This is an optimization exercise on Yosys and OpenROAD, whose aim is small area and a short achievable clock period, not a production implementation. Function was checked by simulation only, so behaviour that the tests miss may differ from the original. Power and IR drop assume default switching activity.

==> flow/design.v <==
module sett_blkchk (
    input  wire         clk,
    input  wire         rst,           
    input  wire         in_valid,
    input  wire         in_write,      
    input  wire [2:0]   in_idx,
    input  wire [73:0]  in_wword,
    input  wire [591:0] in_block,      
    input  wire [7:0]   in_rowchk,
    input  wire [73:0]  in_colchk,
    output reg          out_valid,
    output reg  [73:0]  out_word,      
    output reg  [591:0] out_block,     
    output reg  [7:0]   out_rowchk,    
    output reg  [73:0]  out_colchk,
    output reg          out_corr,      
    output reg          out_chkfix,    
    output reg          out_uncorr,    
    output reg  [2:0]   out_err_word,  
    output reg  [6:0]   out_err_bit    
);
    localparam W  = 74;    
    localparam NW = 8;     
    localparam POISON = 73;
    integer i, c, k;
    reg [7:0]  p_row;       
    reg [73:0] p_col;       
    always @* begin
        for (i = 0; i < NW; i = i + 1)
            p_row[i] = ^in_block[W*i +: W];
        for (c = 0; c < W; c = c + 1) begin
            p_col[c] = 1'b0;
            for (i = 0; i < NW; i = i + 1)
                p_col[c] = p_col[c] ^ in_block[W*i + c];
        end
    end
    reg          s1_valid;
    reg          s1_write;
    reg  [2:0]   s1_idx;
    reg  [73:0]  s1_wword;
    reg  [591:0] s1_block;
    reg  [7:0]   row_par;
    reg  [73:0]  col_par;
    reg  [7:0]   row_fail;
    reg  [73:0]  col_fail;
    always @(posedge clk) begin
        if (rst)
            s1_valid <= 1'b0;
        else
            s1_valid <= in_valid;
        s1_write <= in_write;
        s1_idx   <= in_idx;
        s1_wword <= in_wword;
        s1_block <= in_block;
        row_par  <= p_row;
        col_par  <= p_col;
        row_fail <= p_row ^ in_rowchk;
        col_fail <= p_col ^ in_colchk;
    end
    reg [2:0] row_hi, row_lo;
    reg [6:0] col_hi, col_lo;
    always @* begin
        for (k = 0; k < 3; k = k + 1) begin
            row_hi[k] = 1'b0;
            row_lo[k] = 1'b0;
            for (i = 0; i < NW; i = i + 1)
                if ((i >> k) & 1) row_hi[k] = row_hi[k] | row_fail[i];
                else              row_lo[k] = row_lo[k] | row_fail[i];
        end
        for (k = 0; k < 7; k = k + 1) begin
            col_hi[k] = 1'b0;
            col_lo[k] = 1'b0;
            for (c = 0; c < W; c = c + 1)
                if ((c >> k) & 1) col_hi[k] = col_hi[k] | col_fail[c];
                else              col_lo[k] = col_lo[k] | col_fail[c];
        end
    end
    wire row_any  = row_hi[0] | row_lo[0];
    wire col_any  = col_hi[0] | col_lo[0];
    wire row_many = |(row_hi & row_lo);
    wire col_many = |(col_hi & col_lo);
    wire row_one  = row_any & ~row_many;
    wire col_one  = col_any & ~col_many;
    wire do_corr   = row_one & col_one;
    wire do_chkfix = (row_one & ~col_any) | (~row_any & col_one);
    wire do_uncorr = row_many | col_many;
    wire [7:0] row_flip = {NW{do_corr}} & row_fail;
    wire [7:0] poison   = {NW{do_uncorr}} & (row_fail | {NW{~row_any}});
    wire [7:0] pz_new   = poison & ~{s1_block[W*7 + POISON], s1_block[W*6 + POISON],
                                     s1_block[W*5 + POISON], s1_block[W*4 + POISON],
                                     s1_block[W*3 + POISON], s1_block[W*2 + POISON],
                                     s1_block[W*1 + POISON], s1_block[W*0 + POISON]};
    reg [7:0]   wsel;       
    reg [591:0] wr_block;   
    reg [7:0]   flip_row;   
    reg [7:0]   pois_row;   
    reg [591:0] new_block;
    always @* begin
        for (i = 0; i < NW; i = i + 1) begin
            wsel[i] = s1_write && s1_idx == i;
            wr_block[W*i +: W] = wsel[i] ? s1_wword : s1_block[W*i +: W];
        end
        flip_row = row_flip & ~wsel;
        pois_row = poison & ~wsel;
        for (i = 0; i < NW; i = i + 1) begin
            for (c = 0; c < W; c = c + 1)
                new_block[W*i + c] = wr_block[W*i + c] ^ (flip_row[i] & col_fail[c]);
            new_block[W*i + POISON] = new_block[W*i + POISON] | pois_row[i];
        end
    end
    reg [73:0] idx_word;    
    reg        idx_fail;    
    reg [73:0] fix_word;    
    reg        wpar;
    reg [7:0]  new_row;
    reg [73:0] new_col;
    reg        keep;        
    always @* begin
        idx_word = 74'd0;
        idx_fail = 1'b0;
        for (i = 0; i < NW; i = i + 1)
            if (s1_idx == i) begin
                idx_word = s1_block[W*i +: W];
                idx_fail = row_fail[i];
            end
        fix_word = (s1_write ? s1_wword : idx_word)
                 ^ ({W{do_corr & idx_fail & ~s1_write}} & col_fail);
        fix_word[POISON] = fix_word[POISON] | (poison[s1_idx] & ~s1_write);
        wpar = ^s1_wword;
        for (i = 0; i < NW; i = i + 1)
            new_row[i] = wsel[i] ? wpar : row_par[i] ^ row_flip[i] ^ pz_new[i];
        keep = ~(s1_write & idx_fail);
        for (c = 0; c < W; c = c + 1)
            new_col[c] = col_par[c] ^ (s1_write & (idx_word[c] ^ s1_wword[c]))
                       ^ (do_corr & keep & col_fail[c]);
        new_col[POISON] = new_col[POISON] ^ (^(pz_new & ~wsel));
    end
    always @(posedge clk) begin
        if (rst)
            out_valid <= 1'b0;
        else
            out_valid <= s1_valid;
        out_word     <= fix_word;
        out_block    <= new_block;
        out_rowchk   <= new_row;
        out_colchk   <= new_col;
        out_corr     <= do_corr;
        out_chkfix   <= do_chkfix;
        out_uncorr   <= do_uncorr;
        out_err_word <= row_hi;
        out_err_bit  <= col_hi;
    end
endmodule
==> flow/flow/run.sh <==
#!/bin/bash
# Own flow: the standard ORFS layout with a few extra make settings:
# - port buffers use a plain buffer instead of the default delay-buffer cell,
# - CTS does not add dummy loads,
# - synthesis buffers are removed at floorplan instead of a timing repair there,
# - the timing repairs after CTS and global routing aim for extra setup slack
#   on the worst endpoints (the SDC is unchanged).
set -euo pipefail
EXTRA="'BUFFER_PORTS_ARGS=-buffer_cell sky130_fd_sc_hd__buf_1' 'CTS_ARGS=-sink_clustering_enable -repair_clock_nets -dont_use_dummy_load' REMOVE_ABC_BUFFERS=1 SETUP_SLACK_MARGIN=10.8 TNS_END_PERCENT=10"
sed "s|\"\${@:-finish}\"|$EXTRA \"\${@:-finish}\"|" standard.sh > own_standard.sh
bash own_standard.sh > own_standard.log 2>&1
==> flow/standard.sh <==
#!/bin/bash
# synth_recipe.tcl (not shown) runs the flow's synth.tcl, then flattens the netlist and writes it again
# the make line also repeats each setting of config.mk as NAME=value (left out here)
make -C /OpenROAD-flow-scripts/flow DESIGN_CONFIG=/design/flow/config.mk WORK_HOME=/design/flow/orfs CLKGATE_MAP_FILE= SYNTH_SCRIPT=/design/flow/synth_recipe.tcl "${@:-finish}"
==> flow/config.mk <==
export PLATFORM = sky130hd
export DESIGN_NAME = sett_blkchk
export DESIGN_NICKNAME = sett_blkchk
export VERILOG_FILES = /design/flow/design.v
export SDC_FILE = /design/flow/constraint.sdc
export NUM_CORES = 4
export LEC_CHECK = 0
export CAP_MARGIN = 60
export CORE_MARGIN = 2
export CORE_UTILIZATION = 20
export PLACE_DENSITY = 0.3
export SLEW_MARGIN = 60
==> flow/constraint.sdc <==
create_clock -name core_clock -period 15.0 [get_ports {clk}]
set_input_delay 3.0000 -clock core_clock [delete_from_list [all_inputs] [get_ports {clk}]]
set_output_delay 3.0000 -clock core_clock [all_outputs]
set_load 0.01 [all_outputs]
==> impl_results.md, run 1 <==
- Via/cell ratio: 4.32
- Critical Setup Path Class: flop to output pin
- Post-synthesis area per instance: 10.6 um2
- Final instance area: 94900 um2
- Final setup violation count: 0
- Vias in the first global route: 57000
- CTS Root Cell: clkbuf_16
- Critical Path Fanout Max: 1
- Cell taking the most area after synthesis: dfxtp_1
- Commonest cells in the netlist: dfxtp_1, xnor2_1, nand2_1
- Async S/R FF share, synth: 0
- Min Tclk post-route: 4.47 ns
- Startpoint types: flop
- Mux contribution to synthesized area: 0.123
- Post-DP HPWL: 373 mm
- Slowest CP cell: dfxtp_1
- Overall power: 14.6 mW
- Rel. slew slack: 0.521
- First-pass GRT wire length: 617 mm
- Final Cycle Share: 0.298
- Placer Congestion: 0.845
- Adder-cell share of the synthesized area: 0
- Area after DPL: 81100 um2
- Pre-antenna DRT Iters: 6
- Largest net degree at the start of global routing: 34
- Yosys cell types: 52
- Critical path cell sequence: buf_1
- Iter 0 DRT Violations: 4158
- RSZ-0062 raised after global routing: yes
- Fin. max-slew vios: 0
- FMAX: 224 MHz
- Post-synth EDFFs: 0
- Post-synth top area share: 0.468
- Maximum clock path buffer count: 4
- Initial Util: 0.201
- Largest cells by area after synthesis: dfxtp_1, xnor2_1, xor2_1, mux2i_1, nand2_1
- # H-tree levels: 4
- CP arrival: 1.47 ns
- Vert. Die Dim: 588 um
- Worst-Skew Late Latency: 0.92 ns
- Final hold viol count: 0
- Worst path depth: 1
- Slew @ Worst Pin: 0.713 ns
- Net count of the finished layout: 8865
- DR WL/cell: 38.9 um
- Total Routed Length: 494 mm
- Worst-case reg-to-reg path depth: 13
- Maximum vdd ir drop: 0.0887 mV
- DIE AREA: 346000 um2
- IO Pins: 1517
- YS warnings: 1
- Initial antenna violation count: 134
- CTS buffer count: 209
- Routed Antenna Nets: 0
- Largest family of logic cells by synthesized area: XOR/XNOR gates
- Main synth FF type: dfxtp_1
- Total gr overflow: 0
- Mapped Area: 68300 um2
- Floorplan core area: 340000 um2
- Crit path capture type: output pin
- CP Buf/Inv Count: 1
- Clk_skew: 0.0795 ns
- Area Growth Syn to Fin: 39.1%
- Top delay family on crit path: flip-flops
- Vias: 54800
- Reg-to-reg slack, setup: 10.55 ns
- Die width: 588 um
- Sequential-to-total area share from yosys stat: 0.468
- Status: finished clean
- Gr usage total: 0.273
- Port bufs: 1516
- Leakage: 35.2 nW
- # DRC: 0
- Rows: 214
- Worst Hold Class: flop to flop
- Max Cap Viol: 0
- Simple-gate share of the synthesized area: 0.0741
- Layout cell share with drive strength beyond 1: 0.252
- Synthesized flop and latch total: 1597
- Required @ worst endpoint: 12.00 ns
- Clock sink total: 1597
- Clk slew on worst S/H paths: 0.06 ns
- Synth Instances: 6442
- CP max stage delay: 0.42 ns
- Top-count cell post-synth: dfxtp_1
- Compound-Gate Fraction of Synth Area: 0.0301
- CTS tree: yes
- Xor/xnor share of the synthesized area: 0.275
- Worst Hold Depth: 1
- Pwr per Cell Area: 154 nW/um2
[cells in the final DEF, fill, tap and decap left out, drive strengths merged, types with 2 or more instances in the layout]
master	n
buf	1666
dfxtp	1597
xnor2	1203
nand2	956
xor2	938
mux2i	711
clkbuf	376
o21ai	120
nor2	110
mux4	49
a21oi	46
diode	37
a22o	36
o211a	33
a22oi	31
nor4	30
o211ai	19
nand3	19
nor3	19
mux2	16
nand2b	14
nand4	13
inv	12
or4	10
bufbuf	9
o221ai	8
or3	8
nor2b	8
nand3b	6
and3	6
o31ai	5
and2	5
or2	4
a221oi	4
nand4b	3
o22ai	3
nor3b	3
and4	2
and4b	2
[repair_timing]
| item | 4_1_cts | 5_1_grt |
|---|---|---|
| buffers inserted | 67 | 31 |
| gates cloned | 26 | 10 |
| endpoints found under the setup margin | 1526 | 1431 |
| hold buffers | 0 | 0 |
| endpoints found under the hold margin | 0 | 0 |
| gates resized for setup | 896 | 982 |
| pin swaps | 89 | 167 |
[report_power, final]
part	switching, mW	internal, mW	leakage (nW)	total (mW)
Combinational	2.73	1.77	19.1	4.50
Clock	1.96	2.42	2.58	4.38
Sequential	0.825	4.87	13.5	5.69
[worst paths after layout]
| path | startpoint | end |
|---|---|---|
| hold / removal | s1_valid | out_valid |
| setup / recovery | out_block[123] | out_block[123] |
| setup reg to reg | col_fail[71] | out_block[436] |
| hold reg to reg | s1_valid | out_valid |
[logic make-up (layout without fill, tap and decap cells)]
family / count (synthesis) / count (layout)
XOR/XNOR: 2141 / 2141
other: 0 / 37
buffers and inverters: 400 / 2065
flip-flops: 1597 / 1597
AND/OR/NAND/NOR: 1219 / 1220
multiplexers: 776 / 776
AO/OA/AOI/OAI: 309 / 309
[layout make-up]
cell class | instances | area (um2)
inverters | 13 | 56.3
multi-input cells | 4446 | 39200
diodes | 37 | 92.6
fillers | 36000 | 245000
flip-flops and latches | 1597 | 32700
well taps | 4536 | 5680
clock buffers | 209 | 5230
repair buffers | 1843 | 12000
[flip-flops by register name, summed over array words and instances, names as in the netlist, 3 cells and up]
register and flops:
out_rowchk 8, out_word 74, s1_idx 3, out_err_word 3
col_par 74, col_fail 74, s1_block 592, row_par 8
row_fail 8, out_colchk 74, out_err_bit 7, out_block 592
s1_wword 74
[per-layer routing]
layer  up-vias  track usage  routed length [um]
li1      24000            -                   -
met1     27900        0.351              214000
met2      2251        0.460              234000
met3       636       0.0440               25000
met4        58       0.0969               21000
met5         -            0                 399
[through the flow]
step / utilization / setup slack [ns] / hold WS, ns / setup TNS, ns / std cells
floorplan: - / -1.69 / 0.414 / -126.00 / 6055
CTS: 0.265 / 10.45 / 0.447 / 0 / 12600
global placement: 0.232 / 7.96 / 0.419 / 0 / 12300
global route: 0.279 / 10.50 / 0.472 / 0 / 12700
finish: 0.279 / 10.53 / 0.440 / 0 / 12700
detailed placement: 0.239 / 9.00 / 0.436 / 0 / 12300
==> run 2: changes to the inputs <==
--- a/flow/flow/run.sh
+++ b/flow/flow/run.sh
@@ -7,5 +7,5 @@
 #   on the worst endpoints (the SDC is unchanged).
 set -euo pipefail
-EXTRA="'BUFFER_PORTS_ARGS=-buffer_cell sky130_fd_sc_hd__buf_1' 'CTS_ARGS=-sink_clustering_enable -repair_clock_nets -dont_use_dummy_load' REMOVE_ABC_BUFFERS=1 SETUP_SLACK_MARGIN=10.8 TNS_END_PERCENT=10"
+EXTRA="'BUFFER_PORTS_ARGS=-buffer_cell sky130_fd_sc_hd__buf_1' 'CTS_ARGS=-sink_clustering_enable -repair_clock_nets -dont_use_dummy_load -buf_list {sky130_fd_sc_hd__clkbuf_4 sky130_fd_sc_hd__clkbuf_8}' REMOVE_ABC_BUFFERS=1 SETUP_SLACK_MARGIN=10.8 TNS_END_PERCENT=10"
 sed "s|\"\${@:-finish}\"|$EXTRA \"\${@:-finish}\"|" standard.sh > own_standard.sh
 bash own_standard.sh > own_standard.log 2>&1
--- a/flow/config.mk
+++ b/flow/config.mk
@@ -9,4 +9,4 @@
 export CORE_MARGIN = 2
 export CORE_UTILIZATION = 20
-export PLACE_DENSITY = 0.3
+export PLACE_DENSITY = 0.45
 export SLEW_MARGIN = 60
==> run 2 against run 1 <==
Net effect: still clean; sequential share of layout area up 0.24 points; core utilization down 0.52 points; global-route usage up 0.42 points; setup slack lost 0.26 ns; synthesized cell count did not move; count of clock-buffer cells in the layout grew 111; first-iteration DRC count is 28% higher.
==> impl_results.md, run 2 <==
- Sw Pwr: 5.44 mW (-1.4%)
- Final Util: 0.274 (-0.00519)
- M1 wire length: 206 mm (-3.8%)
- Final instance area: 93200 um2 (-1.9%)
- Multi-input combinational cell area: 38400 um2 (-2.0%)
- CP arrival: 5.65 ns (+4.18 ns)
- Via/cell ratio: 4.46 (+3.0%)
- FMAX: 211 MHz (-5.6%)
- Clk slew on worst S/H paths: 0.05 ns (about the same)
- Critical Path Fanout Max: 3 (+2)
- Async S/R FF share, synth: 0 (unchanged)
- Vert. Die Dim: 588 um (unchanged)
- Largest net degree at the start of global routing: 40 (+18%)
- PnR worst setup slack: 10.26 ns (-0.265 ns)
- DIE AREA: 346000 um2 (unchanged)
- Mapped Area: 68300 um2 (unchanged)
- Most frequent cells in the layout: dfxtp_1, buf_1, xnor2_1
- Crit path capture type: flop
- Largest cells by area after synthesis: dfxtp_1, xnor2_1, xor2_1, mux2i_1, nand2_1
- Total gr overflow: 0 (unchanged)
- Rows: 214 (unchanged)
- Clk_skew: 0.111 ns (+0.0314 ns)
- YS warnings: 1 (unchanged)
- Final setup violation count: 0 (unchanged)
- Flop pwr share: 0.407 (+0.016)
- Main synth FF type: dfxtp_1
- Synth Instances: 6442 (unchanged)
- Required @ worst endpoint: 15.91 ns (+3.91 ns)
- Leakage: 34.6 nW (-1.5%)
- Total Routed Length: 508 mm (+2.8%)
- Area after DPL: 81600 um2 (+0.56%)
- Yosys cell types: 52 (unchanged)
- Status: finished clean
- # DRC: 0 (unchanged)
- Fin. max-slew vios: 0 (unchanged)
- FILL cells: 36100 (+0.34%)
- Cell taking the most area after synthesis: dfxtp_1
- Pre-CTS setup slack: 8.67 ns (-0.334 ns)
- Gr usage total: 0.277 (+0.00425)
- Die width: 588 um (unchanged)
- Min Tclk post-route: 4.74 ns (+0.265 ns)
- Initial antenna violation count: 100 (-25%)
- Vias in the first global route: 58300 (+2.4%)
- Area Growth Syn to Fin: 36.5%
- Slew @ Worst Pin: 0.700 ns (-0.0136 ns)
- Synthesized flop and latch total: 1597 (unchanged)
- Post-synth EDFFs: 0 (unchanged)
- Post-synthesis area per instance: 10.6 um2 (unchanged)
- Maximum clock path buffer count: 4 (unchanged)
- CTS buffer count: 320 (+53%)
- Commonest cells in the netlist: dfxtp_1, xnor2_1, nand2_1
- FF/Latch Area: 32300 um2 (-1.2%)
- Max Cap Viol: 0 (unchanged)
- Setup TNS: 0 ns (unchanged)
- Placer Congestion: 0.909 (+7.6%)
- Rel. slew slack: 0.531 (+0.0102)
- Startpoint types: input pin
- IO Pins: 1517 (unchanged)
- CTS tree: yes
- Critical Setup Path Class: input pin to flop
- Most common cell after layout, fill and taps aside: dfxtp_1
- CTS Root Cell: clkbuf_8
- Net count of the finished layout: 9031 (+1.9%)
- Sw Share: 0.401 (+0.0222)
- Max Used Layer: met5
- Clock power frac: 0.277 (-0.024)
- Sequential-to-total area share from yosys stat: 0.468 (unchanged)
- Post-synth top area share: 0.468 (unchanged)
- Pint: 8.14 mW (-10%)
- Biggest regs: out_block x592, s1_block x592
- Initial Util: 0.201 (unchanged)
- First-pass GRT wire length: 625 mm (+1.3%)
- Clock sink total: 1597 (unchanged)
- Worst Hold Class: flop to flop
- Top-count cell post-synth: dfxtp_1
- Vias: 57200 (+4.3%)
- Met2 WL post-DR: 238 mm (+1.9%)
- # H-tree levels: 5 (+1)
- Iter 0 DRT Violations: 5329 (+28%)
- Metal3 WL: 32.6 mm (+31%)
- RSZ-0062 raised after global routing: yes
- Port bufs: 1516 (unchanged)
- Worst-Skew Late Latency: 1.05 ns (+0.13 ns)
- Pwr per Cell Area: 146 nW/um2 (-5.1%)
- DR WL/cell: 39.5 um (+1.5%)
- Final hold viol count: 0 (unchanged)
- Floorplan core area: 340000 um2 (unchanged)
- Combinational share of power: 0.316 (+0.007)
- Final Cycle Share: 0.316 (+0.0177)
- Routed Antenna Nets: 0 (unchanged)
- Pre-antenna DRT Iters: 5 (-1)
- Layout cell share with drive strength beyond 1: 0.217 (-0.0343)
- Maximum vdd ir drop: 0.0775 mV (-13%)
- Post-DP HPWL: 374 mm (+0.35%)
[run 2: worst paths after layout]
path / start / end / slack (ns) / depth (start not counted)
worst min register to register: s1_valid / out_valid / 0.45 / 1
worst min-delay path: s1_valid / out_valid / 0.45 / 1
worst max register to register: col_fail[41] / out_block[434] / 10.47 / 16
worst max-delay path: in_block[31] / row_fail[0] / 10.26 / 10
[run 2: kinds of logic after synthesis]
family	synth area share
mux	0.123
buf+inv	0.0296
flops	0.468
compound gates	0.0301
simple gates	0.0741
xor+xnor	0.275
[run 2: cell type report]
| cell class | count | area share |
|---|---|---|
| Timing Repair Buffer | 1899 | 0.131 |
| Inverter | 13 | 0.000604 |
| Clock buffer | 320 | 0.0473 |
| Sequential cell | 1597 | 0.347 |
| Multi-Input combinational cell | 4445 | 0.412 |
| Antenna cell | 35 | 0.000940 |
| Tap cell | 4536 | 0.0609 |
[run 2: what timing repair did]
| item | CTS | global route |
|---|---|---|
| setup endpoints to repair | 1526 | 1526 |
| buffers inserted | 74 | 42 |
| gates cloned | 37 | 19 |
| pin swaps | 113 | 95 |
| gates resized for setup | 753 | 479 |
| hold buffers | 0 | 0 |
[run 2: worst max-delay path, cell delays in order]
cell	delay [ns]
buf_2	0.27
xor2_4	0.43
xnor2_1	0.16
xnor2_1	0.34
xnor2_2	0.11
buf_4	0.19
xnor2_2	0.44
xnor2_1	0.25
xnor2_1	0.26
xor2_1	0.16
[run 2: through the flow]
stage,instances,total power [mW],hold slack [ns]
floorplan,6055,7.05,0.414
global placement,12300,9.49,0.420
detailed placement,12300,9.68,0.438
CTS,12700,13.6,0.448
global route,12800,14.0,0.474
finish,12800,13.6,0.447
[run 2: per-layer routing]
layer / GRT usage / vias up
met5: 0 / -
met3: 0.0498 / 887
li1: - / 24300
met1: 0.340 / 28900
met4: 0.144 / 24
met2: 0.462 / 3201
[run 2: power groups by stage]
| stage | Sequential (mW) | Combinational (mW) | Clock, mW |
|---|---|---|---|
| global placement | 5.55 | 3.93 | 0 |
| floorplan | 5.44 | 1.61 | 0 |
| CTS | 5.51 | 4.25 | 3.88 |
| detailed placement | 5.56 | 4.12 | 0 |
| finish | 5.53 | 4.29 | 3.76 |
| global route | 5.56 | 4.46 | 4.03 |
==> run 3: changes to the inputs <==
--- a/flow/flow/run.sh
+++ b/flow/flow/run.sh
@@ -7,5 +7,5 @@
 #   on the worst endpoints (the SDC is unchanged).
 set -euo pipefail
-EXTRA="'BUFFER_PORTS_ARGS=-buffer_cell sky130_fd_sc_hd__buf_1' 'CTS_ARGS=-sink_clustering_enable -repair_clock_nets -dont_use_dummy_load -buf_list {sky130_fd_sc_hd__clkbuf_4 sky130_fd_sc_hd__clkbuf_8}' REMOVE_ABC_BUFFERS=1 SETUP_SLACK_MARGIN=10.8 TNS_END_PERCENT=10"
+EXTRA="'BUFFER_PORTS_ARGS=-buffer_cell sky130_fd_sc_hd__buf_1' 'CTS_ARGS=-sink_clustering_enable -repair_clock_nets -dont_use_dummy_load' REMOVE_ABC_BUFFERS=1 SETUP_SLACK_MARGIN=10.8 TNS_END_PERCENT=10 'PLACE_PINS_ARGS=-min_distance 1 -min_distance_in_tracks'"
 sed "s|\"\${@:-finish}\"|$EXTRA \"\${@:-finish}\"|" standard.sh > own_standard.sh
 bash own_standard.sh > own_standard.log 2>&1
--- a/flow/config.mk
+++ b/flow/config.mk
@@ -7,6 +7,6 @@
 export LEC_CHECK = 0
 export CAP_MARGIN = 60
-export CORE_MARGIN = 2
-export CORE_UTILIZATION = 20
-export PLACE_DENSITY = 0.45
+export CORE_AREA = 2.3 2.72 377.7 377.28
+export DIE_AREA = 0 0 380 380
+export PLACE_DENSITY = 0.72
 export SLEW_MARGIN = 60
==> run 3 against run 2 <==
Net effect: still clean; synthesized area unchanged; global-route usage is 17 points higher; cell area fell by 8.2%.
==> impl_results.md, run 3 <==
- Yosys cell types: 52 (unchanged)
- Post-synth top area share: 0.468 (unchanged)
- Biggest regs: out_block x592, s1_block x592
- Final setup violation count: 0 (unchanged)
- CP max stage delay: 0.34 ns (-0.10 ns)
- FILL cells: 11600 (-68%)
- Area Growth Syn to Fin: 25.3%
- First-pass GRT wire length: 452 mm (-28%)
- YS warnings: 1 (unchanged)
- Post-synth EDFFs: 0 (unchanged)
- Startpoint types: flop
- Clk slew on worst S/H paths: 0.06 ns (about the same)
- Synthesized flop and latch total: 1597 (unchanged)
- Via/cell ratio: 5.83 (+31%)
- Commonest cells in the netlist: dfxtp_1, xnor2_1, nand2_1
- Gr usage total: 0.452 (+0.174)
- CTS Root Cell: clkbuf_16
- CTS buffer count: 167 (-48%)
- Async S/R FF share, synth: 0 (unchanged)
- Overall power: 12.7 mW (-6.6%)
- Slew @ Worst Pin: 0.683 ns (-0.0166 ns)
- Floorplan core area: 140000 um2 (-59%)
- Vert. Die Dim: 380 um (-35%)
- Total gr overflow: 0 (unchanged)
- Worst-case reg-to-reg path depth: 11 (-5)
- Pint: 8.26 mW (+1.5%)
- Fin Hold WS: 0.437 ns (-0.00968 ns)
- DIE AREA: 144000 um2 (-58%)
- Sequential-to-total area share from yosys stat: 0.468 (unchanged)
- Vias in the first global route: 55500 (-4.9%)
- Clock power frac: 0.282 (+0.005)
- Hold Startpoint: s1_valid
- Largest cells by area after synthesis: dfxtp_1, xnor2_1, xor2_1, mux2i_1, nand2_1
- Final Cycle Share: 0.292 (-0.0243)
- Top-count cell post-synth: dfxtp_1
- Initial antenna violation count: 121 (+21%)
- Top delay family on crit path: flip-flops
- Clk_skew: 0.0830 ns (-0.0279 ns)
- Maximum clock path buffer count: 3 (-1)
- Combinational share of power: 0.285 (-0.031)
- Fin. max-slew vios: 0 (unchanged)
- Layout cell share with drive strength beyond 1: 0.193 (-0.0243)
- Net count of the finished layout: 8673 (-4.0%)
- Required @ worst endpoint: 12.00 ns (-3.91 ns)
- IO Pins: 1517 (unchanged)
- Worst Hold Depth: 1 (unchanged)
- Worst Hold Class: flop to flop
- CTS tree: yes
- Iter 0 DRT Violations: 7090 (+33%)
- Reg-to-reg slack, setup: 10.73 ns (+0.26 ns)
- RR Endpoint: out_block[495]
- Critical Setup Path Class: flop to output pin
- Most common cell after layout, fill and taps aside: dfxtp_1
- Sw Pwr: 4.43 mW (-19%)
- Most frequent cells in the layout: dfxtp_1, xnor2_1, nand2_1
- Leakage: 32.2 nW (-6.9%)
- Worst reg2reg startpoint: col_fail[71]
- Status: finished clean
- RSZ-0062 raised after global routing: yes
- Hold Buf Count CTS: 0 (unchanged)
- Cell taking the most area after synthesis: dfxtp_1
- Min Tclk post-route: 4.37 ns (-0.364 ns)
- Clock sink total: 1597 (unchanged)
- CP Buf/Inv Count: 1 (-1)
- Maximum vdd ir drop: 0.103 mV (+33%)
- Rel. slew slack: 0.540 (+0.00913)
- Critical path cell sequence: buf_1
- DR WL/cell: 34.7 um (-12%)
- Largest net degree at the start of global routing: 49 (+23%)
- Flop pwr share: 0.433 (+0.026)
- Total Routed Length: 342 mm (-33%)
- Placer Congestion: 1.05 (+15%)
- CP arrival: 1.37 ns (-4.28 ns)
- Die width: 380 um (-35%)
- Initial Util: 0.488 (+0.287)
- Final Util: 0.612 (+0.337)
- Sw Share: 0.349 (-0.0518)
- Mapped Area: 68300 um2 (unchanged)
- Main synth FF type: dfxtp_1
- Worst-Skew Late Latency: 0.81 ns (-0.24 ns)
- Post-synthesis area per instance: 10.6 um2 (unchanged)
- Port bufs: 1516 (unchanged)
- Pre-antenna DRT Iters: 6 (+1)
- Slowest CP cell: dfxtp_1
- Vias: 57400 (+0.37%)
- Max Cap Viol: 0 (unchanged)
- Routed Antenna Nets: 0 (unchanged)
- Hold path endpoint: out_valid
- Final hold viol count: 0 (unchanged)
- FMAX: 229 MHz (+8.3%)
- Critical Path Fanout Max: 1 (-2)
- Crit path capture type: output pin
- Post-DP HPWL: 242 mm (-35%)
- Pwr per Cell Area: 148 nW/um2 (+1.8%)
- Synth Instances: 6442 (unchanged)
- # H-tree levels: 4 (-1)
- # DRC: 0 (unchanged)
- Rows: 137 (-36%)
==> run 3: cells by family after synthesis <==
group / synth area share
and+or+nand+nor: 0.0741
AOI/OAI and AO/OA: 0.0301
muxes: 0.123
DFF: 0.468
xor gates and xnor gates: 0.275
buffers and inverters: 0.0296
==> run 3: metrics by stage <==
| step | cell area [um2] | setup WS, ns | TNS (ns) | instances |
|---|---|---|---|---|
| finish | 85600 | 10.63 | 0 | 9847 |
| global route | 85500 | 10.57 | 0 | 9823 |
| CTS | 82300 | 10.63 | 0 | 9776 |
| detailed placement | 76300 | 9.33 | 0 | 9569 |
| global placement | 75200 | 8.87 | 0 | 9542 |
| floorplan | 66300 | -1.69 | -126.00 | 6055 |
==> run 3: cell type report <==
cell class	count	area [um2]	area share
Timing Repair Buffer	1693	9620	0.112
Antenna cell	55	138	0.00161
Tap cell	1876	2350	0.0274
Multi-Input combinational cell	4446	36900	0.431
Clock buffer	167	4180	0.0488
Sequential cell	1597	32400	0.378
Inverter	13	56.3	0.000658
==> run 3: how the worst max path moves through the flow <==
| stage | startpoint | endpoint | depth (start not counted) |
|---|---|---|---|
| floorplan | s1_idx[0] | out_block[148] | 4 |
| global placement | col_fail[63] | out_block[39] | 11 |
| detailed placement | col_fail[69] | out_block[290] | 11 |
| CTS | out_colchk[48] | out_colchk[48] | 1 |
| global route | in_block[158] | row_fail[2] | 9 |
| finish | out_block[264] | out_block[264] | 1 |
==> run 3: metal layers <==
metal	vias up	track usage	wire length [um]
li1	23600	-	-
met1	27600	0.539	123000
met2	4696	0.638	139000
met3	1404	0.192	46100
met4	132	0.346	31900
met5	-	0.00364	932
==> run 3: what timing repair did <==
item / 4_1_cts / 5_1_grt
gates resized for setup: 581 / 757
cloned: 13 / 4
pin swaps: 14 / 131
hold endpoints to repair: 0 / 0
setup endpoints to repair: 1520 / 1424
setup buffers: 27 / 10
==> run 3: power by group through the flow <==
stage          clock network (mW)  registers (mW)  logic (mW)
6_report                     3.57            5.50        3.62
5_1_grt                      3.73            5.52        3.72
4_1_cts                      3.57            5.44        3.26
3_5_place_dp                    0            5.52        3.12
3_3_place_gp                    0            5.50        3.05
2_1_floorplan                   0            5.44        1.61
==> run 4: changes to the inputs <==
--- a/flow/config.mk
+++ b/flow/config.mk
@@ -6,7 +6,7 @@
 export NUM_CORES = 4
 export LEC_CHECK = 0
-export CAP_MARGIN = 60
+export CAP_MARGIN = 20
 export CORE_AREA = 2.3 2.72 377.7 377.28
 export DIE_AREA = 0 0 380 380
 export PLACE_DENSITY = 0.72
-export SLEW_MARGIN = 60
+export SLEW_MARGIN = 20
==> run 4 against run 3 <==
Net effect: core utilization shrank 1.2 points; critical path depth stayed put; routed wire length up 0.24%; largest cell class unchanged.
==> impl_results.md, run 4 <==
- Hold Buf Count CTS: 0 (unchanged)
- Final hold viol count: 0 (unchanged)
- Rows: 137 (unchanged)
- Routing usage on met3: 0.196 (+0.00409)
- Flop pwr share: 0.433 (about the same)
- Largest net degree at the start of global routing: 83 (+69%)
- Pint: 8.22 mW (-0.50%)
- Async S/R FF share, synth: 0 (unchanged)
- Fin. max-slew vios: 0 (unchanged)
- Pwr per Cell Area: 151 nW/um2 (+1.6%)
- IO Pins: 1517 (unchanged)
- RSZ-0062 raised after global routing: yes
- Layout cell share with drive strength beyond 1: 0.162 (-0.0313)
- Post-DP HPWL: 237 mm (-2.1%)
- Sw Pwr: 4.42 mW (-0.14%)
- GRT busiest layer: met2
- Simple-gate share of the synthesized area: 0.0741 (unchanged)
- # H-tree levels: 4 (unchanged)
- Startpoint types: flop
- First-pass GRT wire length: 454 mm (+0.46%)
- Adder-cell share of the synthesized area: 0 (unchanged)
- YS warnings: 1 (unchanged)
- Vert. Die Dim: 380 um (unchanged)
- Biggest regs: out_block x592, s1_block x592
- Critical path cell sequence: buf_1
- Port bufs: 1516 (unchanged)
- DIE AREA: 144000 um2 (unchanged)
- Total Routed Length: 343 mm (+0.24%)
- Net count of the finished layout: 8645 (-0.32%)
- Area Growth Syn to Fin: 22.9%
- Maximum vdd ir drop: 0.109 mV (+5.4%)
- CP max stage delay: 0.46 ns (+0.12 ns)
- Synth Instances: 6442 (unchanged)
- Post-Layout Cell Count: 9829 (-0.18%)
- Floorplan core area: 140000 um2 (unchanged)
- Required @ worst endpoint: 12.00 ns (about the same)
- Post-synthesis area per instance: 10.6 um2 (unchanged)
- FMAX: 224 MHz (-2.2%)
- Min Tclk post-route: 4.47 ns (+0.0973 ns)
- Leakage: 31.4 nW (-2.6%)
- Clock power frac: 0.286 (+0.004)
- Cell taking the most area after synthesis: dfxtp_1
- Yosys cell types: 52 (unchanged)
- Status: finished clean
- Post-synth top area share: 0.468 (unchanged)
- Post-synth EDFFs: 0 (unchanged)
- Main synth FF type: dfxtp_1
- Mapped Area: 68300 um2 (unchanged)
- Max Cap Viol: 0 (unchanged)
- Iter 0 DRT Violations: 7380 (+4.1%)
- Xor/xnor share of the synthesized area: 0.275 (unchanged)
- Die width: 380 um (unchanged)
- Critical Setup Path Class: flop to output pin
- Commonest cells in the netlist: dfxtp_1, xnor2_1, nand2_1
- Worst Hold Class: flop to flop
- DR WL/cell: 34.9 um (+0.42%)
- CP Buf/Inv Count: 1 (unchanged)
- Compound-Gate Fraction of Synth Area: 0.0301 (unchanged)
- Vias: 57400 (-0.017%)
- Fin Hold WS: 0.438 ns (+0.000370 ns)
- Final setup violation count: 0 (unchanged)
- PnR worst setup slack: 10.53 ns (-0.0973 ns)
- Gr usage total: 0.455 (+0.00311)
- Cells after DPL: 9542 (-0.28%)
- Clk_skew: 0.0742 ns (-0.00880 ns)
- CP arrival: 1.47 ns (+0.10 ns)
- Maximum clock path buffer count: 3 (unchanged)
- Placer Congestion: 1.05 (unchanged)
- Routed Antenna Nets: 0 (unchanged)
- Setup TNS: 0 ns (unchanged)
- Pre-antenna DRT Iters: 8 (+2)
- Clock sink total: 1597 (unchanged)
- M1 GR Usage: 0.546 (+0.00673)
- Critical Path Fanout Max: 1 (unchanged)
- Rel. slew slack: 0.201 (-0.339)
- Sequential-to-total area share from yosys stat: 0.468 (unchanged)
- Slowest CP cell: dfxtp_2
- Top-count cell post-synth: dfxtp_1
- CTS buffer count: 170 (+1.8%)
- Most common cell after layout, fill and taps aside: dfxtp_1
- Vias in the first global route: 55100 (-0.72%)
- Final Util: 0.600 (-0.0117)
- Clk slew on worst S/H paths: 0.05 ns (about the same)
- Crit path capture type: output pin
- Final Cycle Share: 0.298 (+0.00649)
- Met2 Use GR: 0.640 (+0.00220)
- Initial antenna violation count: 123 (+1.7%)
- Mux contribution to synthesized area: 0.123 (unchanged)
- Slew @ Worst Pin: 1.20 ns (+0.515 ns)
- Combinational share of power: 0.281 (-0.004)
- Initial Util: 0.488 (unchanged)
- Largest cells by area after synthesis: dfxtp_1, xnor2_1, xor2_1, mux2i_1, nand2_1
- Largest family of logic cells by synthesized area: XOR/XNOR gates
- # DRC: 0 (unchanged)
- Synthesized flop and latch total: 1597 (unchanged)
- Top delay family on crit path: flip-flops
- Total gr overflow: 0 (unchanged)
- Most frequent cells in the layout: dfxtp_1, xnor2_1, buf_1
- Sw Share: 0.350 (+0.000823)
- CTS tree: yes
- CTS Root Cell: clkbuf_16
- Worst-Skew Late Latency: 0.82 ns (about the same)
- Pre-CTS setup slack: 8.78 ns (-0.541 ns)
- Via/cell ratio: 5.84 (+0.17%)
## run 4: cell families after synthesis
family / Yosys count
AOI/OAI and AO/OA: 309
xor gates and xnor gates: 2141
buffers and inverters: 400
and+or+nand+nor: 1219
muxes: 776
DFF: 1597
## run 4: what timing repair did
item,in CTS,in global routing
cloned,16,3
endpoints found under the setup margin,1524,1454
setup buffers,25,8
pin swaps,20,128
resized for setup,605,485
## run 4: routing by layer
| layer | vias to the layer above | share of wire |
|---|---|---|
| met3 | 1352 | 0.14 |
| met4 | 116 | 0.090 |
| met5 | - | 0.0021 |
| li1 | 23600 | - |
| met1 | 27700 | 0.36 |
| met2 | 4603 | 0.41 |
## run 4: power groups by stage
stage	Combinational, mW	Sequential, mW	Clock (mW)
6_report	3.55	5.48	3.62
2_1_floorplan	1.61	5.44	0
4_1_cts	3.24	5.42	3.60
3_3_place_gp	3.05	5.50	0
5_1_grt	3.64	5.50	3.77
3_5_place_dp	3.07	5.50	0
## run 4: worst paths after layout
kind / start / end / slack (ns) / cells after the start
max reg2reg: col_fail[19] / out_block[414] / 10.74 / 10
min: s1_valid / out_valid / 0.44 / 1
max: out_word[31] / out_word[31] / 10.53 / 1
min reg2reg: s1_valid / out_valid / 0.44 / 1
## run 4: final cells by class
type                            count  area [um2]
Sequential cell                  1597       32200
Clock buffer                      170        4250
Timing Repair Buffer             1659        8420
Fill cell                       11900       56000
Multi-Input combinational cell   4449       36500
Inverter                           13        53.8
Antenna cell                       65         163
Tap cell                         1876        2350
## run 4: metrics by stage
| stage | area (um2) | power [mW] |
|---|---|---|
| finish | 83900 | 12.6 |
| global route | 83800 | 12.9 |
| CTS | 81600 | 12.3 |
| detailed placement | 75200 | 8.57 |
| global placement | 75200 | 8.54 |
| floorplan | 66300 | 7.05 |
==> run 5: changes to the inputs <==
--- a/flow/design.v
+++ b/flow/design.v
@@ -24,9 +24,13 @@
     localparam POISON = 73;
     integer i, c, k;
-    reg [7:0]  p_row;       
+    localparam HW = W / 2;
+    reg [7:0]  p_row_a;     
+    reg [7:0]  p_row_b;     
     reg [73:0] p_col;       
     always @* begin
-        for (i = 0; i < NW; i = i + 1)
-            p_row[i] = ^in_block[W*i +: W];
+        for (i = 0; i < NW; i = i + 1) begin
+            p_row_a[i] = ^in_block[W*i +: HW];
+            p_row_b[i] = ^in_block[W*i + HW +: W - HW];
+        end
         for (c = 0; c < W; c = c + 1) begin
             p_col[c] = 1'b0;
@@ -37,10 +41,13 @@
     reg          s1_valid;
     reg          s1_write;
-    reg  [2:0]   s1_idx;
+    reg  [7:0]   s1_isel;     
+    reg  [7:0]   s1_wsel;     
     reg  [73:0]  s1_wword;
+    reg          s1_wpar;     
     reg  [591:0] s1_block;
-    reg  [7:0]   row_par;
+    reg  [7:0]   s1_row_a;
+    reg  [7:0]   s1_row_b;
+    reg  [7:0]   s1_rowchk;
     reg  [73:0]  col_par;
-    reg  [7:0]   row_fail;
     reg  [73:0]  col_fail;
     always @(posedge clk) begin
@@ -50,12 +57,18 @@
             s1_valid <= in_valid;
         s1_write <= in_write;
-        s1_idx   <= in_idx;
-        s1_wword <= in_wword;
-        s1_block <= in_block;
-        row_par  <= p_row;
-        col_par  <= p_col;
-        row_fail <= p_row ^ in_rowchk;
-        col_fail <= p_col ^ in_colchk;
+        for (i = 0; i < NW; i = i + 1) begin
+            s1_isel[i] <= in_idx == i;
+            s1_wsel[i] <= in_write && in_idx == i;
+        end
+        s1_wword  <= in_wword;
+        s1_wpar   <= ^in_wword;
+        s1_block  <= in_block;
+        s1_row_a  <= p_row_a;
+        s1_row_b  <= p_row_b;
+        s1_rowchk <= in_rowchk;
+        col_par   <= p_col;
+        col_fail  <= p_col ^ in_colchk;
     end
+    wire [7:0] row_fail = s1_row_a ^ s1_row_b ^ s1_rowchk;
     reg [2:0] row_hi, row_lo;
     reg [6:0] col_hi, col_lo;
@@ -97,8 +110,7 @@
     reg [591:0] new_block;
     always @* begin
-        for (i = 0; i < NW; i = i + 1) begin
-            wsel[i] = s1_write && s1_idx == i;
+        wsel = s1_wsel;
+        for (i = 0; i < NW; i = i + 1)
             wr_block[W*i +: W] = wsel[i] ? s1_wword : s1_block[W*i +: W];
-        end
         flip_row = row_flip & ~wsel;
         pois_row = poison & ~wsel;
@@ -112,5 +124,4 @@
     reg        idx_fail;    
     reg [73:0] fix_word;    
-    reg        wpar;
     reg [7:0]  new_row;
     reg [73:0] new_col;
@@ -118,16 +129,13 @@
     always @* begin
         idx_word = 74'd0;
-        idx_fail = 1'b0;
         for (i = 0; i < NW; i = i + 1)
-            if (s1_idx == i) begin
-                idx_word = s1_block[W*i +: W];
-                idx_fail = row_fail[i];
-            end
+            idx_word = idx_word | ({W{s1_isel[i]}} & s1_block[W*i +: W]);
+        idx_fail = |(s1_isel & row_fail);
         fix_word = (s1_write ? s1_wword : idx_word)
                  ^ ({W{do_corr & idx_fail & ~s1_write}} & col_fail);
-        fix_word[POISON] = fix_word[POISON] | (poison[s1_idx] & ~s1_write);
-        wpar = ^s1_wword;
+        fix_word[POISON] = fix_word[POISON] | (|(s1_isel & poison) & ~s1_write);
         for (i = 0; i < NW; i = i + 1)
-            new_row[i] = wsel[i] ? wpar : row_par[i] ^ row_flip[i] ^ pz_new[i];
+            new_row[i] = wsel[i] ? s1_wpar
+                       : s1_rowchk[i] ^ (row_fail[i] & ~do_corr) ^ pz_new[i];
         keep = ~(s1_write & idx_fail);
         for (c = 0; c < W; c = c + 1)
--- a/flow/config.mk
+++ b/flow/config.mk
@@ -6,7 +6,7 @@
 export NUM_CORES = 4
 export LEC_CHECK = 0
-export CAP_MARGIN = 20
+export CAP_MARGIN = 60
 export CORE_AREA = 2.3 2.72 377.7 377.28
 export DIE_AREA = 0 0 380 380
 export PLACE_DENSITY = 0.72
-export SLEW_MARGIN = 20
+export SLEW_MARGIN = 60
==> run 5 against run 4 <==
Net effect: still clean; cell area decreased by 1.4%; setup slack better by 0.073 ns; clock skew decreased by 0.0071 ns; combinational power fell by 12%; global-route usage shrank 2.4 points; largest cell class unchanged.
==> impl_results.md, run 5 <==
- Critical Path Fanout Max: 1 (unchanged)
- DIE AREA: 144000 um2 (unchanged)
- Synth Instances: 6274 (-2.6%)
- Layout cell share with drive strength beyond 1: 0.154 (-0.00781)
- Main synth FF type: dfxtp_1
- Vias in the first global route: 54400 (-1.2%)
- IO Pins: 1517 (unchanged)
- Yosys cell types: 46 (-12%)
- Final hold viol count: 0 (unchanged)
- Biggest regs: out_block x592, s1_block x592
- Cell taking the most area after synthesis: dfxtp_1
- Slowest CP cell: dfxtp_4
- Sequential-to-total area share from yosys stat: 0.484 (+0.0155)
- FILL cells: 11900 (+0.19%)
- Required @ worst endpoint: 12.00 ns (about the same)
- Pwr per Cell Area: 150 nW/um2 (-0.41%)
- DR WL/cell: 33.4 um (-4.2%)
- Placer Congestion: 1.07 (+2.1%)
- Rows: 137 (unchanged)
- Largest cells by area after synthesis: dfxtp_1, xnor2_1, xor2_1, mux2i_1, nand2_1
- Post-synth top area share: 0.484 (+0.0155)
- Vias: 56200 (-2.1%)
- Net count of the finished layout: 8493 (-1.8%)
- Overall power: 12.4 mW (-1.8%)
- Startpoint types: flop
- Async S/R FF share, synth: 0 (unchanged)
- Post-synth EDFFs: 0 (unchanged)
- Most frequent cells in the layout: dfxtp_1, xnor2_1, buf_1
- Largest net degree at the start of global routing: 46 (-45%)
- Routed Antenna Nets: 0 (unchanged)
- CTS Root Cell: clkbuf_16
- FMAX: 227 MHz (+1.7%)
- Critical path cell sequence: buf_6
- RSZ-0062 raised after global routing: yes
- Maximum clock path buffer count: 3 (unchanged)
- Total Routed Length: 323 mm (-5.7%)
- Critical Setup Path Class: flop to output pin
- Area Growth Syn to Fin: 23.6%
- FF/Latch Area: 32900 um2 (+2.2%)
- Commonest cells in the netlist: dfxtp_1, xnor2_1, xor2_1
- Post-synthesis area per instance: 10.7 um2 (+0.75%)
- YS warnings: 1 (unchanged)
- Via/cell ratio: 5.81 (-0.65%)
- # H-tree levels: 4 (unchanged)
- Clk_skew: 0.0672 ns (-0.00707 ns)
- Max Cap Viol: 0 (unchanged)
- # DRC: 0 (unchanged)
- Worst Hold Class: flop to flop
- Vert. Die Dim: 380 um (unchanged)
- Rel. slew slack: 0.527 (+0.326)
- Maximum vdd ir drop: 0.0960 mV (-12%)
- Final setup violation count: 0 (unchanged)
- CP Buf/Inv Count: 1 (unchanged)
- Clk slew on worst S/H paths: 0.06 ns (about the same)
- Most common cell after layout, fill and taps aside: dfxtp_1
- Synthesized flop and latch total: 1619 (+1.4%)
- Min Tclk post-route: 4.40 ns (-0.0734 ns)
- Iter 0 DRT Violations: 7221 (-2.2%)
- Initial Util: 0.479 (-0.00915)
- Final Cycle Share: 0.293 (-0.00489)
- Slew @ Worst Pin: 0.704 ns (-0.494 ns)
- CTS tree: yes
- CP max stage delay: 0.49 ns (+0.03 ns)
- Multi-input combinational cell area: 33600 um2 (-7.7%)
- First-pass GRT wire length: 435 mm (-4.2%)
- Crit path capture type: output pin
- Mapped Area: 67000 um2 (-1.9%)
- Setup TNS: 0 ns (unchanged)
- Clock sink total: 1619 (+1.4%)
- Pre-antenna DRT Iters: 9 (+1)
- Initial antenna violation count: 109 (-11%)
- Port bufs: 1516 (unchanged)
- Top-count cell post-synth: dfxtp_1
- Fin. max-slew vios: 0 (unchanged)
- Total gr overflow: 0 (unchanged)
- Floorplan core area: 140000 um2 (unchanged)
- Leakage: 29.2 nW (-7.0%)
- Die width: 380 um (unchanged)
- CP arrival: 1.40 ns (-0.07 ns)
- CTS buffer count: 169 (-0.59%)
- Worst-Skew Late Latency: 0.82 ns (about the same)
- Status: finished clean
- Top delay family on crit path: flip-flops
- Gr usage total: 0.431 (-0.0238)
- Post-DP HPWL: 225 mm (-5.1%)
## run 5: cell count changes after synthesis, sizes merged, moves of 31 or more
cell / before / now
xnor2: 1203 / 1172
o211a: 33 / 0
mux4: 49 / 0
mux2i: 711 / 664
o21ai: 120 / 25
a21oi: 46 / 11
a22oi: 31 / 300
nand4: 13 / 88
a22o: 36 / 0
nand2: 956 / 851
nor2: 110 / 45
## run 5: worst reg2reg max path, stage by stage (launching register included)
cell,delay [ns]
dfxtp_1,0.31
buf_8,0.15
or4_1,0.53
or3_4,0.40
or3_4,0.38
o31a_1,0.13
or4_4,0.55
or3_4,0.43
clkbuf_16,0.19
nor3_4,0.26
buf_6,0.41
nand2_1,0.19
xor2_1,0.29
## run 5: power breakdown
| part | internal [mW] | switching (mW) |
|---|---|---|
| logic | 1.30 | 1.83 |
| registers | 4.91 | 0.780 |
| clock network | 1.97 | 1.63 |
## run 5: timing repair
action | CTS | global route
pin swaps | 5 | 16
resized for setup | 820 | 131
hold buffers | 0 | 0
endpoints found under the hold margin | 0 | 0
setup endpoints to repair | 1427 | 1367
setup buffers | 10 | 25
cloned | 8 | 10
## run 5: routing by layer
layer | track usage | part of all wire
met3 | 0.177 | 0.13
met1 | 0.534 | 0.38
met5 | 0.0175 | 0.0019
met2 | 0.589 | 0.40
met4 | 0.330 | 0.090
## run 5: logic make-up (layout without fill, tap and decap cells)
logic type	after synthesis	after routing	synth area share
xor+xnor	2153	2153	0.285
mux	664	664	0.0992
other cells	0	70	0
simple gates	1082	1082	0.0679
compound gates	371	371	0.0408
flops	1619	1619	0.484
buf+inv	385	1847	0.0235
## run 5: cell type report
cell class	instances	share of cell area
Timing Repair Buffer	1674	0.114
Sequential cell	1619	0.398
Antenna cell	70	0.00212
Clock buffer	169	0.0511
Multi-Input combinational cell	4270	0.406
Inverter	4	0.000181
Tap cell	1876	0.0284
## run 5: through the flow
stage	util	area [um2]	setup WS, ns	cells	hold slack [ns]
floorplan	-	65400	6.40	5893	0.414
global placement	0.530	74100	9.37	9350	0.430
detailed placement	0.540	75500	9.87	9388	0.451
CTS	0.583	81500	10.66	9575	0.459
global route	0.592	82700	10.58	9672	0.481
finish	0.592	82800	10.60	9682	0.463
## run 5: worst paths after layout
path	startpoint	end	slack, ns	cells past startpoint
worst max-delay path	out_block[39]	out_block[39]	10.60	1
worst min-delay path	s1_valid	out_valid	0.46	1
worst max register to register	col_fail[17]	out_block[507]	10.66	12
worst min register to register	s1_valid	out_valid	0.46	1
==> run 6: changes to the inputs <==
--- a/flow/flow/run.sh
+++ b/flow/flow/run.sh
@@ -7,5 +7,5 @@
 #   on the worst endpoints (the SDC is unchanged).
 set -euo pipefail
-EXTRA="'BUFFER_PORTS_ARGS=-buffer_cell sky130_fd_sc_hd__buf_1' 'CTS_ARGS=-sink_clustering_enable -repair_clock_nets -dont_use_dummy_load' REMOVE_ABC_BUFFERS=1 SETUP_SLACK_MARGIN=10.8 TNS_END_PERCENT=10 'PLACE_PINS_ARGS=-min_distance 1 -min_distance_in_tracks'"
+EXTRA="'BUFFER_PORTS_ARGS=-buffer_cell sky130_fd_sc_hd__buf_1' 'CTS_ARGS=-sink_clustering_enable -repair_clock_nets -dont_use_dummy_load -sink_clustering_size 20 -sink_clustering_max_diameter 80' REMOVE_ABC_BUFFERS=1 SETUP_SLACK_MARGIN=10.8 TNS_END_PERCENT=10 'PLACE_PINS_ARGS=-min_distance 1 -min_distance_in_tracks'"
 sed "s|\"\${@:-finish}\"|$EXTRA \"\${@:-finish}\"|" standard.sh > own_standard.sh
 bash own_standard.sh > own_standard.log 2>&1
==> run 6 against run 5 <==
Net effect: die area is the same; combinational power shrank 1%; fmax shrank 0.30%; sequential power is essentially flat; routed wire length shrank 0.21%; worst hold slack lost 0.00069 ns; register-to-register slack is essentially flat; critical path type is now input pin to flop; non-clock buffer count grew 6; critical path depth grew 6; core utilization shrank 1.6 points; clock power shrank 28%.
==> impl_results.md, run 6 <==
- Commonest cells in the netlist: dfxtp_1, xnor2_1, xor2_1
- CTS tree: yes
- Initial Util: 0.479 (unchanged)
- Vias in the first global route: 53600 (-1.4%)
- Post-synthesis area per instance: 10.7 um2 (unchanged)
- Clk_skew: 0.0628 ns (-0.00437 ns)
- Cell taking the most area after synthesis: dfxtp_1
- Iter 0 DRT Violations: 7411 (+2.6%)
- Max Cap Viol: 0 (unchanged)
- Hold Buf Count CTS: 0 (unchanged)
- # H-tree levels: 3 (-1)
- Critical Setup Path Class: input pin to flop
- Total Routed Length: 323 mm (-0.21%)
- Final hold viol count: 0 (unchanged)
- Pwr per Cell Area: 141 nW/um2 (-5.9%)
- Status: finished clean
- Initial antenna violation count: 120 (+10%)
- Slew @ Worst Pin: 0.676 ns (-0.0280 ns)
- Slowest CP cell: xnor2_1
- First-pass GRT wire length: 431 mm (-0.79%)
- RSZ-0062 raised after global routing: yes
- Maximum vdd ir drop: 0.116 mV (+20%)
- DR WL/cell: 33.5 um (+0.44%)
- Placer Congestion: 1.07 (unchanged)
- Critical path cell sequence: buf_1 > xor2_1 > xnor2_1 > xnor2_1 > xnor2_2 > xnor2_1 > xnor2_1
- Worst-Skew Late Latency: 0.76 ns (-0.06 ns)
- Reg-to-reg slack, setup: 10.67 ns (about the same)
- Rows: 137 (unchanged)
- Layout cell share with drive strength beyond 1: 0.109 (-0.0451)
- Clk slew on worst S/H paths: 0.07 ns (about the same)
- Synth Instances: 6274 (unchanged)
- Crit path capture type: flop
- Final Util: 0.575 (-0.0165)
- Post-DP HPWL: 225 mm (unchanged)
- Synthesized flop and latch total: 1619 (unchanged)
- Gr usage total: 0.427 (-0.00391)
- Most common cell after layout, fill and taps aside: dfxtp_1
- Worst-case reg-to-reg path depth: 13 (+1)
- Largest net degree at the start of global routing: 46 (unchanged)
- Worst Hold Depth: 1 (unchanged)
- Largest cells by area after synthesis: dfxtp_1, xnor2_1, xor2_1, mux2i_1, nand2_1
- Most frequent CP cell: xnor2_1
- Startpoint types: input pin
- Vert. Die Dim: 380 um (unchanged)
- Setup TNS: 0 ns (unchanged)
- FMAX: 227 MHz (-0.30%)
- YS warnings: 1 (unchanged)
- Yosys cell types: 46 (unchanged)
- CTS buffer count: 96 (-43%)
- Mapped Area: 67000 um2 (unchanged)
- Top-count cell post-synth: dfxtp_1
- DIE AREA: 144000 um2 (unchanged)
- PnR worst setup slack: 10.59 ns (-0.0132 ns)
- Rel. slew slack: 0.546 (+0.0188)
- Clock sink total: 1619 (unchanged)
- Leakage: 27.8 nW (-4.7%)
- Area Growth Syn to Fin: 20.1%
- Post-synth top area share: 0.484 (unchanged)
- Maximum clock path buffer count: 3 (unchanged)
- Fin. max-slew vios: 0 (unchanged)
- Pre-antenna DRT Iters: 8 (-1)
- Die width: 380 um (unchanged)
- Pre-CTS setup slack: 9.87 ns (unchanged)
- Via/cell ratio: 5.77 (-0.66%)
- Port bufs: 1516 (unchanged)
- CP max stage delay: 0.51 ns (+0.02 ns)
- CTS Root Cell: clkbuf_16
- Vias: 55500 (-1.3%)
- Worst Hold Class: flop to flop
- IO Pins: 1517 (unchanged)
- Total gr overflow: 0 (unchanged)
- CP arrival: 4.97 ns (+3.57 ns)
- # DRC: 0 (unchanged)
- Required @ worst endpoint: 15.56 ns (+3.56 ns)
- Biggest regs: out_block x592, s1_block x592
- Floorplan core area: 140000 um2 (unchanged)
- Routed Antenna Nets: 0 (unchanged)
- Final Cycle Share: 0.294 (+0.000880)
- Most frequent cells in the layout: dfxtp_1, buf_1, xnor2_1
- Main synth FF type: dfxtp_1
- Sequential-to-total area share from yosys stat: 0.484 (unchanged)
- Critical Path Fanout Max: 3 (+2)
- Net count of the finished layout: 8426 (-0.79%)
- Final setup violation count: 0 (unchanged)
- Min Tclk post-route: 4.41 ns (+0.0132 ns)
- Post-synth EDFFs: 0 (unchanged)
- Async S/R FF share, synth: 0 (unchanged)
-- run 6: timing repair --
action | CTS | global route
resized for setup | 432 | 177
gates cloned | 8 | 15
endpoints found under the hold margin | 0 | 0
pin swaps | 5 | 25
buffers inserted | 11 | 25
endpoints found under the setup margin | 1428 | 1365
-- run 6: cells by family after synthesis --
logic type             synth area share
XOR/XNOR                          0.285
flip-flops                        0.484
AND/OR/NAND/NOR                  0.0679
multiplexers                     0.0992
buffers and inverters            0.0235
AO/OA/AOI/OAI                    0.0408
-- run 6: worst paths after layout --
check	start	to
worst min-delay path	s1_valid	out_valid
worst min register to register	s1_valid	out_valid
worst max-delay path	in_block[499]	s1_row_b[6]
worst max register to register	col_fail[17]	out_block[78]
-- run 6: worst max-delay path: cells and delay by family --
family / cells / cell delay, ns
XOR/XNOR: 6 / 1.74
buffers and inverters: 1 / 0.22
-- run 6: layout make-up --
| type | count | area (um2) |
|---|---|---|
| diodes | 74 | 185 |
| clock buffers | 96 | 2400 |
| fillers | 12200 | 59400 |
| inverters | 4 | 15.0 |
| multi-input cells | 4270 | 33700 |
| flip-flops and latches | 1619 | 32700 |
| well taps | 1876 | 2350 |
| repair buffers | 1680 | 9050 |
-- run 6: per-layer routing --
metal	vias up	wire length, um	track usage
li1	23100	-	-
met2	4364	131000	0.586
met1	26600	121000	0.529
met5	-	818	0.0304
met3	1241	42600	0.177
met4	82	27100	0.316
-- run 6: power by group --
group	total [mW]	leakage, nW	switching (mW)	internal [mW]
sequential	5.68	13.7	0.785	4.90
clock	2.58	1.18	1.45	1.13
combinational	3.09	13.0	1.83	1.26
total	11.4	27.8	4.06	7.30
-- run 6: stage by stage --
stage	total power, mW	hold WS [ns]	area [um2]	instances
global route	11.6	0.482	80400	9609
global placement	8.48	0.430	74100	9350
finish	11.4	0.462	80500	9619
CTS	11.2	0.459	79000	9503
detailed placement	8.58	0.451	75500	9388
floorplan	7.09	0.414	65400	5893
==> run 7: changes to the inputs <==
--- a/flow/design.v
+++ b/flow/design.v
@@ -24,12 +24,14 @@
     localparam POISON = 73;
     integer i, c, k;
-    localparam HW = W / 2;
+    localparam TW = 25;     
     reg [7:0]  p_row_a;     
     reg [7:0]  p_row_b;     
+    reg [7:0]  p_row_c;     
     reg [73:0] p_col;       
     always @* begin
         for (i = 0; i < NW; i = i + 1) begin
-            p_row_a[i] = ^in_block[W*i +: HW];
-            p_row_b[i] = ^in_block[W*i + HW +: W - HW];
+            p_row_a[i] = ^in_block[W*i +: TW];
+            p_row_b[i] = ^in_block[W*i + TW +: TW];
+            p_row_c[i] = ^in_block[W*i + 2*TW +: W - 2*TW];
         end
         for (c = 0; c < W; c = c + 1) begin
@@ -48,4 +50,5 @@
     reg  [7:0]   s1_row_a;
     reg  [7:0]   s1_row_b;
+    reg  [7:0]   s1_row_c;
     reg  [7:0]   s1_rowchk;
     reg  [73:0]  col_par;
@@ -66,9 +69,10 @@
         s1_row_a  <= p_row_a;
         s1_row_b  <= p_row_b;
+        s1_row_c  <= p_row_c;
         s1_rowchk <= in_rowchk;
         col_par   <= p_col;
         col_fail  <= p_col ^ in_colchk;
     end
-    wire [7:0] row_fail = s1_row_a ^ s1_row_b ^ s1_rowchk;
+    wire [7:0] row_fail = s1_row_a ^ s1_row_b ^ s1_row_c ^ s1_rowchk;
     reg [2:0] row_hi, row_lo;
     reg [6:0] col_hi, col_lo;
==> run 7 against run 6 <==
Net effect: count of clock-buffer cells in the layout grew 1; largest cell class unchanged; clock power is essentially flat; synthesized area grew 0.29%; still clean on timing, DRC and antenna; highest routed layer unchanged.
==> impl_results.md, run 7 <==
- Status: finished clean
- Via/cell ratio: 5.78 (+0.30%)
- CP max stage delay: 0.45 ns (-0.06 ns)
- Sequential-to-total area share from yosys stat: 0.485 (+0.000996)
- Pwr per Cell Area: 144 nW/um2 (+2.3%)
- Post-DP HPWL: 230 mm (+2.0%)
- DR WL/cell: 33.1 um (-1.4%)
- Biggest regs: out_block x592, s1_block x592
- Sw Pwr: 4.14 mW (+2.0%)
- YS warnings: 1 (unchanged)
- Async S/R FF share, synth: 0 (unchanged)
- Pre-CTS setup slack: 9.94 ns (+0.0625 ns)
- Port bufs: 1516 (unchanged)
- Vert. Die Dim: 380 um (unchanged)
- Flop pwr share: 0.502 (+0.002)
- # H-tree levels: 3 (unchanged)
- CTS buffer count: 97 (+1.0%)
- Post-synth top area share: 0.485 (+0.000996)
- Synthesized flop and latch total: 1627 (+0.49%)
- Layout cell share with drive strength beyond 1: 0.102 (-0.00652)
- Max Cap Viol: 0 (unchanged)
- Clock sink total: 1627 (+0.49%)
- Startpoint types: input pin
- Critical path cell sequence: buf_1 > xnor2_1 > xnor2_2 > xnor2_1 > xnor2_1 > xnor2_1 > xnor2_1 > xnor2_1
- Final hold viol count: 0 (unchanged)
- Total Routed Length: 317 mm (-1.6%)
- # DRC: 0 (unchanged)
- Mapped Area: 67200 um2 (+0.29%)
- Gr usage total: 0.417 (-0.00974)
- Final Util: 0.567 (-0.00799)
- Rel. slew slack: 0.542 (-0.00366)
- RR Endpoint: out_block[314]
- Synth Instances: 6301 (+0.43%)
- CP Buf/Inv Count: 1 (unchanged)
- Sw Share: 0.361 (+0.00381)
- Area Growth Syn to Fin: 18.1%
- PnR worst setup slack: 10.65 ns (+0.0574 ns)
- Leakage: 27.5 nW (-1.2%)
- CTS Root Cell: clkbuf_16
- Vias: 55500 (+0.043%)
- Required @ worst endpoint: 15.65 ns (+0.09 ns)
- Final setup violation count: 0 (unchanged)
- Main synth FF type: dfxtp_1
- Most frequent cells in the layout: dfxtp_1, buf_1, xnor2_1
- Maximum vdd ir drop: 0.120 mV (+3.9%)
- Hold Startpoint: s1_valid
- Vias in the first global route: 53300 (-0.68%)
- IO Pins: 1517 (unchanged)
- Worst-Skew Late Latency: 0.76 ns (about the same)
- Largest net degree at the start of global routing: 46 (unchanged)
- Worst Hold Class: flop to flop
- Initial antenna violation count: 131 (+9.2%)
- Clock power frac: 0.228 (about the same)
- Total gr overflow: 0 (unchanged)
- DIE AREA: 144000 um2 (unchanged)
- Combinational share of power: 0.270 (-0.002)
- Maximum clock path buffer count: 3 (unchanged)
- Hold path endpoint: out_valid
- Worst Hold Depth: 1 (unchanged)
- Rows: 137 (unchanged)
- Slew @ Worst Pin: 0.682 ns (+0.00544 ns)
- Net count of the finished layout: 8397 (-0.34%)
- FMAX: 230 MHz (+1.3%)
- Clk_skew: 0.0579 ns (-0.00486 ns)
- Worst reg2reg startpoint: s1_row_a[5]
- Clk slew on worst S/H paths: 0.08 ns (about the same)
- Min Tclk post-route: 4.35 ns (-0.0574 ns)
- First-pass GRT wire length: 423 mm (-2.0%)
- CTS tree: yes
- Largest cells by area after synthesis: dfxtp_1, xnor2_1, xor2_1, mux2i_1, nand2_1
- RSZ-0062 raised after global routing: yes
- Pint: 7.32 mW (+0.30%)
- Critical Path Fanout Max: 2 (-1)
- Setup TNS: 0 ns (unchanged)
- Floorplan core area: 140000 um2 (unchanged)
- Commonest cells in the netlist: dfxtp_1, xnor2_1, xor2_1
- CP arrival: 5.01 ns (+0.04 ns)
- FILL cells: 12200 (+0.11%)
- Most common cell after layout, fill and taps aside: dfxtp_1
- Most frequent CP cell: xnor2_1
- Top delay family on crit path: XOR/XNOR gates
- Routed Antenna Nets: 0 (unchanged)
- Slowest CP cell: xnor2_2
- Iter 0 DRT Violations: 7168 (-3.3%)
- Reg-to-reg slack, setup: 10.76 ns (+0.09 ns)
- Crit path capture type: flop
- Yosys cell types: 53 (+15%)
- Cell taking the most area after synthesis: dfxtp_1
- Fin. max-slew vios: 0 (unchanged)
- Die width: 380 um (unchanged)
- Final Cycle Share: 0.290 (-0.00383)
- Pre-antenna DRT Iters: 12 (+4)
- Hold Buf Count CTS: 0 (unchanged)
- Critical Setup Path Class: input pin to flop
- Post-synth EDFFs: 0 (unchanged)
- Post-synthesis area per instance: 10.7 um2 (-0.14%)
- Worst-case reg-to-reg path depth: 11 (-2)
- Placer Congestion: 1.12 (+4.4%)
- Top-count cell post-synth: dfxtp_1
- Initial Util: 0.480 (+0.00138)
## run 7: power by group through the flow
stage          registers [mW]  logic, mW  clock network [mW]
2_1_floorplan            5.55       1.63                   0
3_3_place_gp             5.79       2.83                   0
3_5_place_dp             5.79       2.93                   0
4_1_cts                  5.70       2.99                2.61
5_1_grt                  5.78       3.21                2.75
6_report                 5.75       3.10                2.61
## run 7: layer usage
metal  part of all wire  vias up  GRT usage  wire (um)
li1                   -    23100          -          -
met1               0.37    26700      0.512     117000
met2               0.41     4363      0.599     132000
met3               0.13     1194      0.153      40500
met4              0.086      108      0.303      27200
met5             0.0024        -    0.00959        769
## run 7: layout make-up
type | instances | area [um2] | share of cell area
timing repair buffer | 1623 | 7960 | 0.100
sequential | 1627 | 32900 | 0.414
inverter | 14 | 65.1 | 0.000820
multi-input combinational | 4279 | 33500 | 0.422
tap | 1876 | 2350 | 0.0296
antenna | 78 | 195 | 0.00246
clock buffer | 97 | 2430 | 0.0306
## run 7: stage by stage
stage,power (mW),area [um2],hold WS (ns),cells
2_1_floorplan,7.18,65600,0.414,5920
3_3_place_gp,8.62,74200,0.429,9373
3_5_place_dp,8.72,75500,0.449,9406
4_1_cts,11.3,78500,0.463,9503
5_1_grt,11.7,79300,0.483,9573
6_report,11.5,79300,0.467,9594
## run 7: timing repair
action / in CTS / in global routing
endpoints found under the hold margin: 0 / 0
resized for setup: 341 / 181
setup endpoints to repair: 956 / 1109
buffers inserted: 0 / 5
cloned: 0 / 6
pin swaps: 0 / 2
## run 7: worst max-delay path by stage
stage / from / endpoint / slack (ns) / depth (start not counted)
after detailed placement: in_wword[40] / s1_wpar / 9.94 / 8
final: in_wword[44] / s1_wpar / 10.65 / 8
after CTS: out_block[35] / out_block[35] / 10.68 / 1
after global placement: in_wword[40] / s1_wpar / 9.58 / 8
after global routing: out_block[155] / out_block[155] / 10.67 / 1
after floorplan: s1_isel[4] / out_word[73] / 7.08 / 8
## run 7: cell families after synthesis
kind of cell | share of synthesized area
compound gates | 0.0409
buf+inv | 0.0236
fa+ha+maj | 0.000149
simple gates | 0.0696
mux | 0.0985
xor+xnor | 0.282
flops | 0.485

-- afterwards: timing with drivers on the ports --
No port has a modelled driver above. Below, the same layouts with a new extraction and two added sets of constraints. Step 1: set_driving_cell puts a clkbuf_16 on clk and a buf_2 on each other input, an assumption about the parent block. Step 2, shift: input delay + t, output delay - t, t = (earliest + latest rising clock arrival at the registers) / 2. This alone moves slack from input paths to output paths. a / b / c = ideal / step 1 / step 2; a / b = the first two.
run	t, ns	slack for setup (ns)	worst hold slack (ns)	worst setup path at the end	clock arrival spread, ns
run 1	0.981	10.528 / 10.422 / 9.625	0.440 / 0.440 / 0.440	input to register	0.079 / 0.079
run 2	1.111	10.263 / 10.285 / 9.202	0.447 / 0.447 / 0.447	input to register	0.116 / 0.117
run 3	0.857	10.627 / 10.539 / 9.806	0.437 / 0.437 / 0.437	input to register	0.086 / 0.086
run 4	0.875	10.530 / 10.443 / 9.728	0.438 / 0.438 / 0.438	input to register	0.075 / 0.075
run 5	0.871	10.603 / 10.519 / 9.809	0.463 / 0.463 / 0.463	input to register	0.068 / 0.067
run 6	0.809	10.590 / 10.545 / 9.830	0.462 / 0.462 / 0.462	input to register	0.063 / 0.063
run 7	0.807	10.647 / 10.591 / 9.883	0.467 / 0.467 / 0.467	input to register	0.058 / 0.058
After both steps every run listed still meets setup and hold. The setup slack of run 2, which loses most, moves by +0.022 ns with the drivers and by -1.061 ns with both steps.
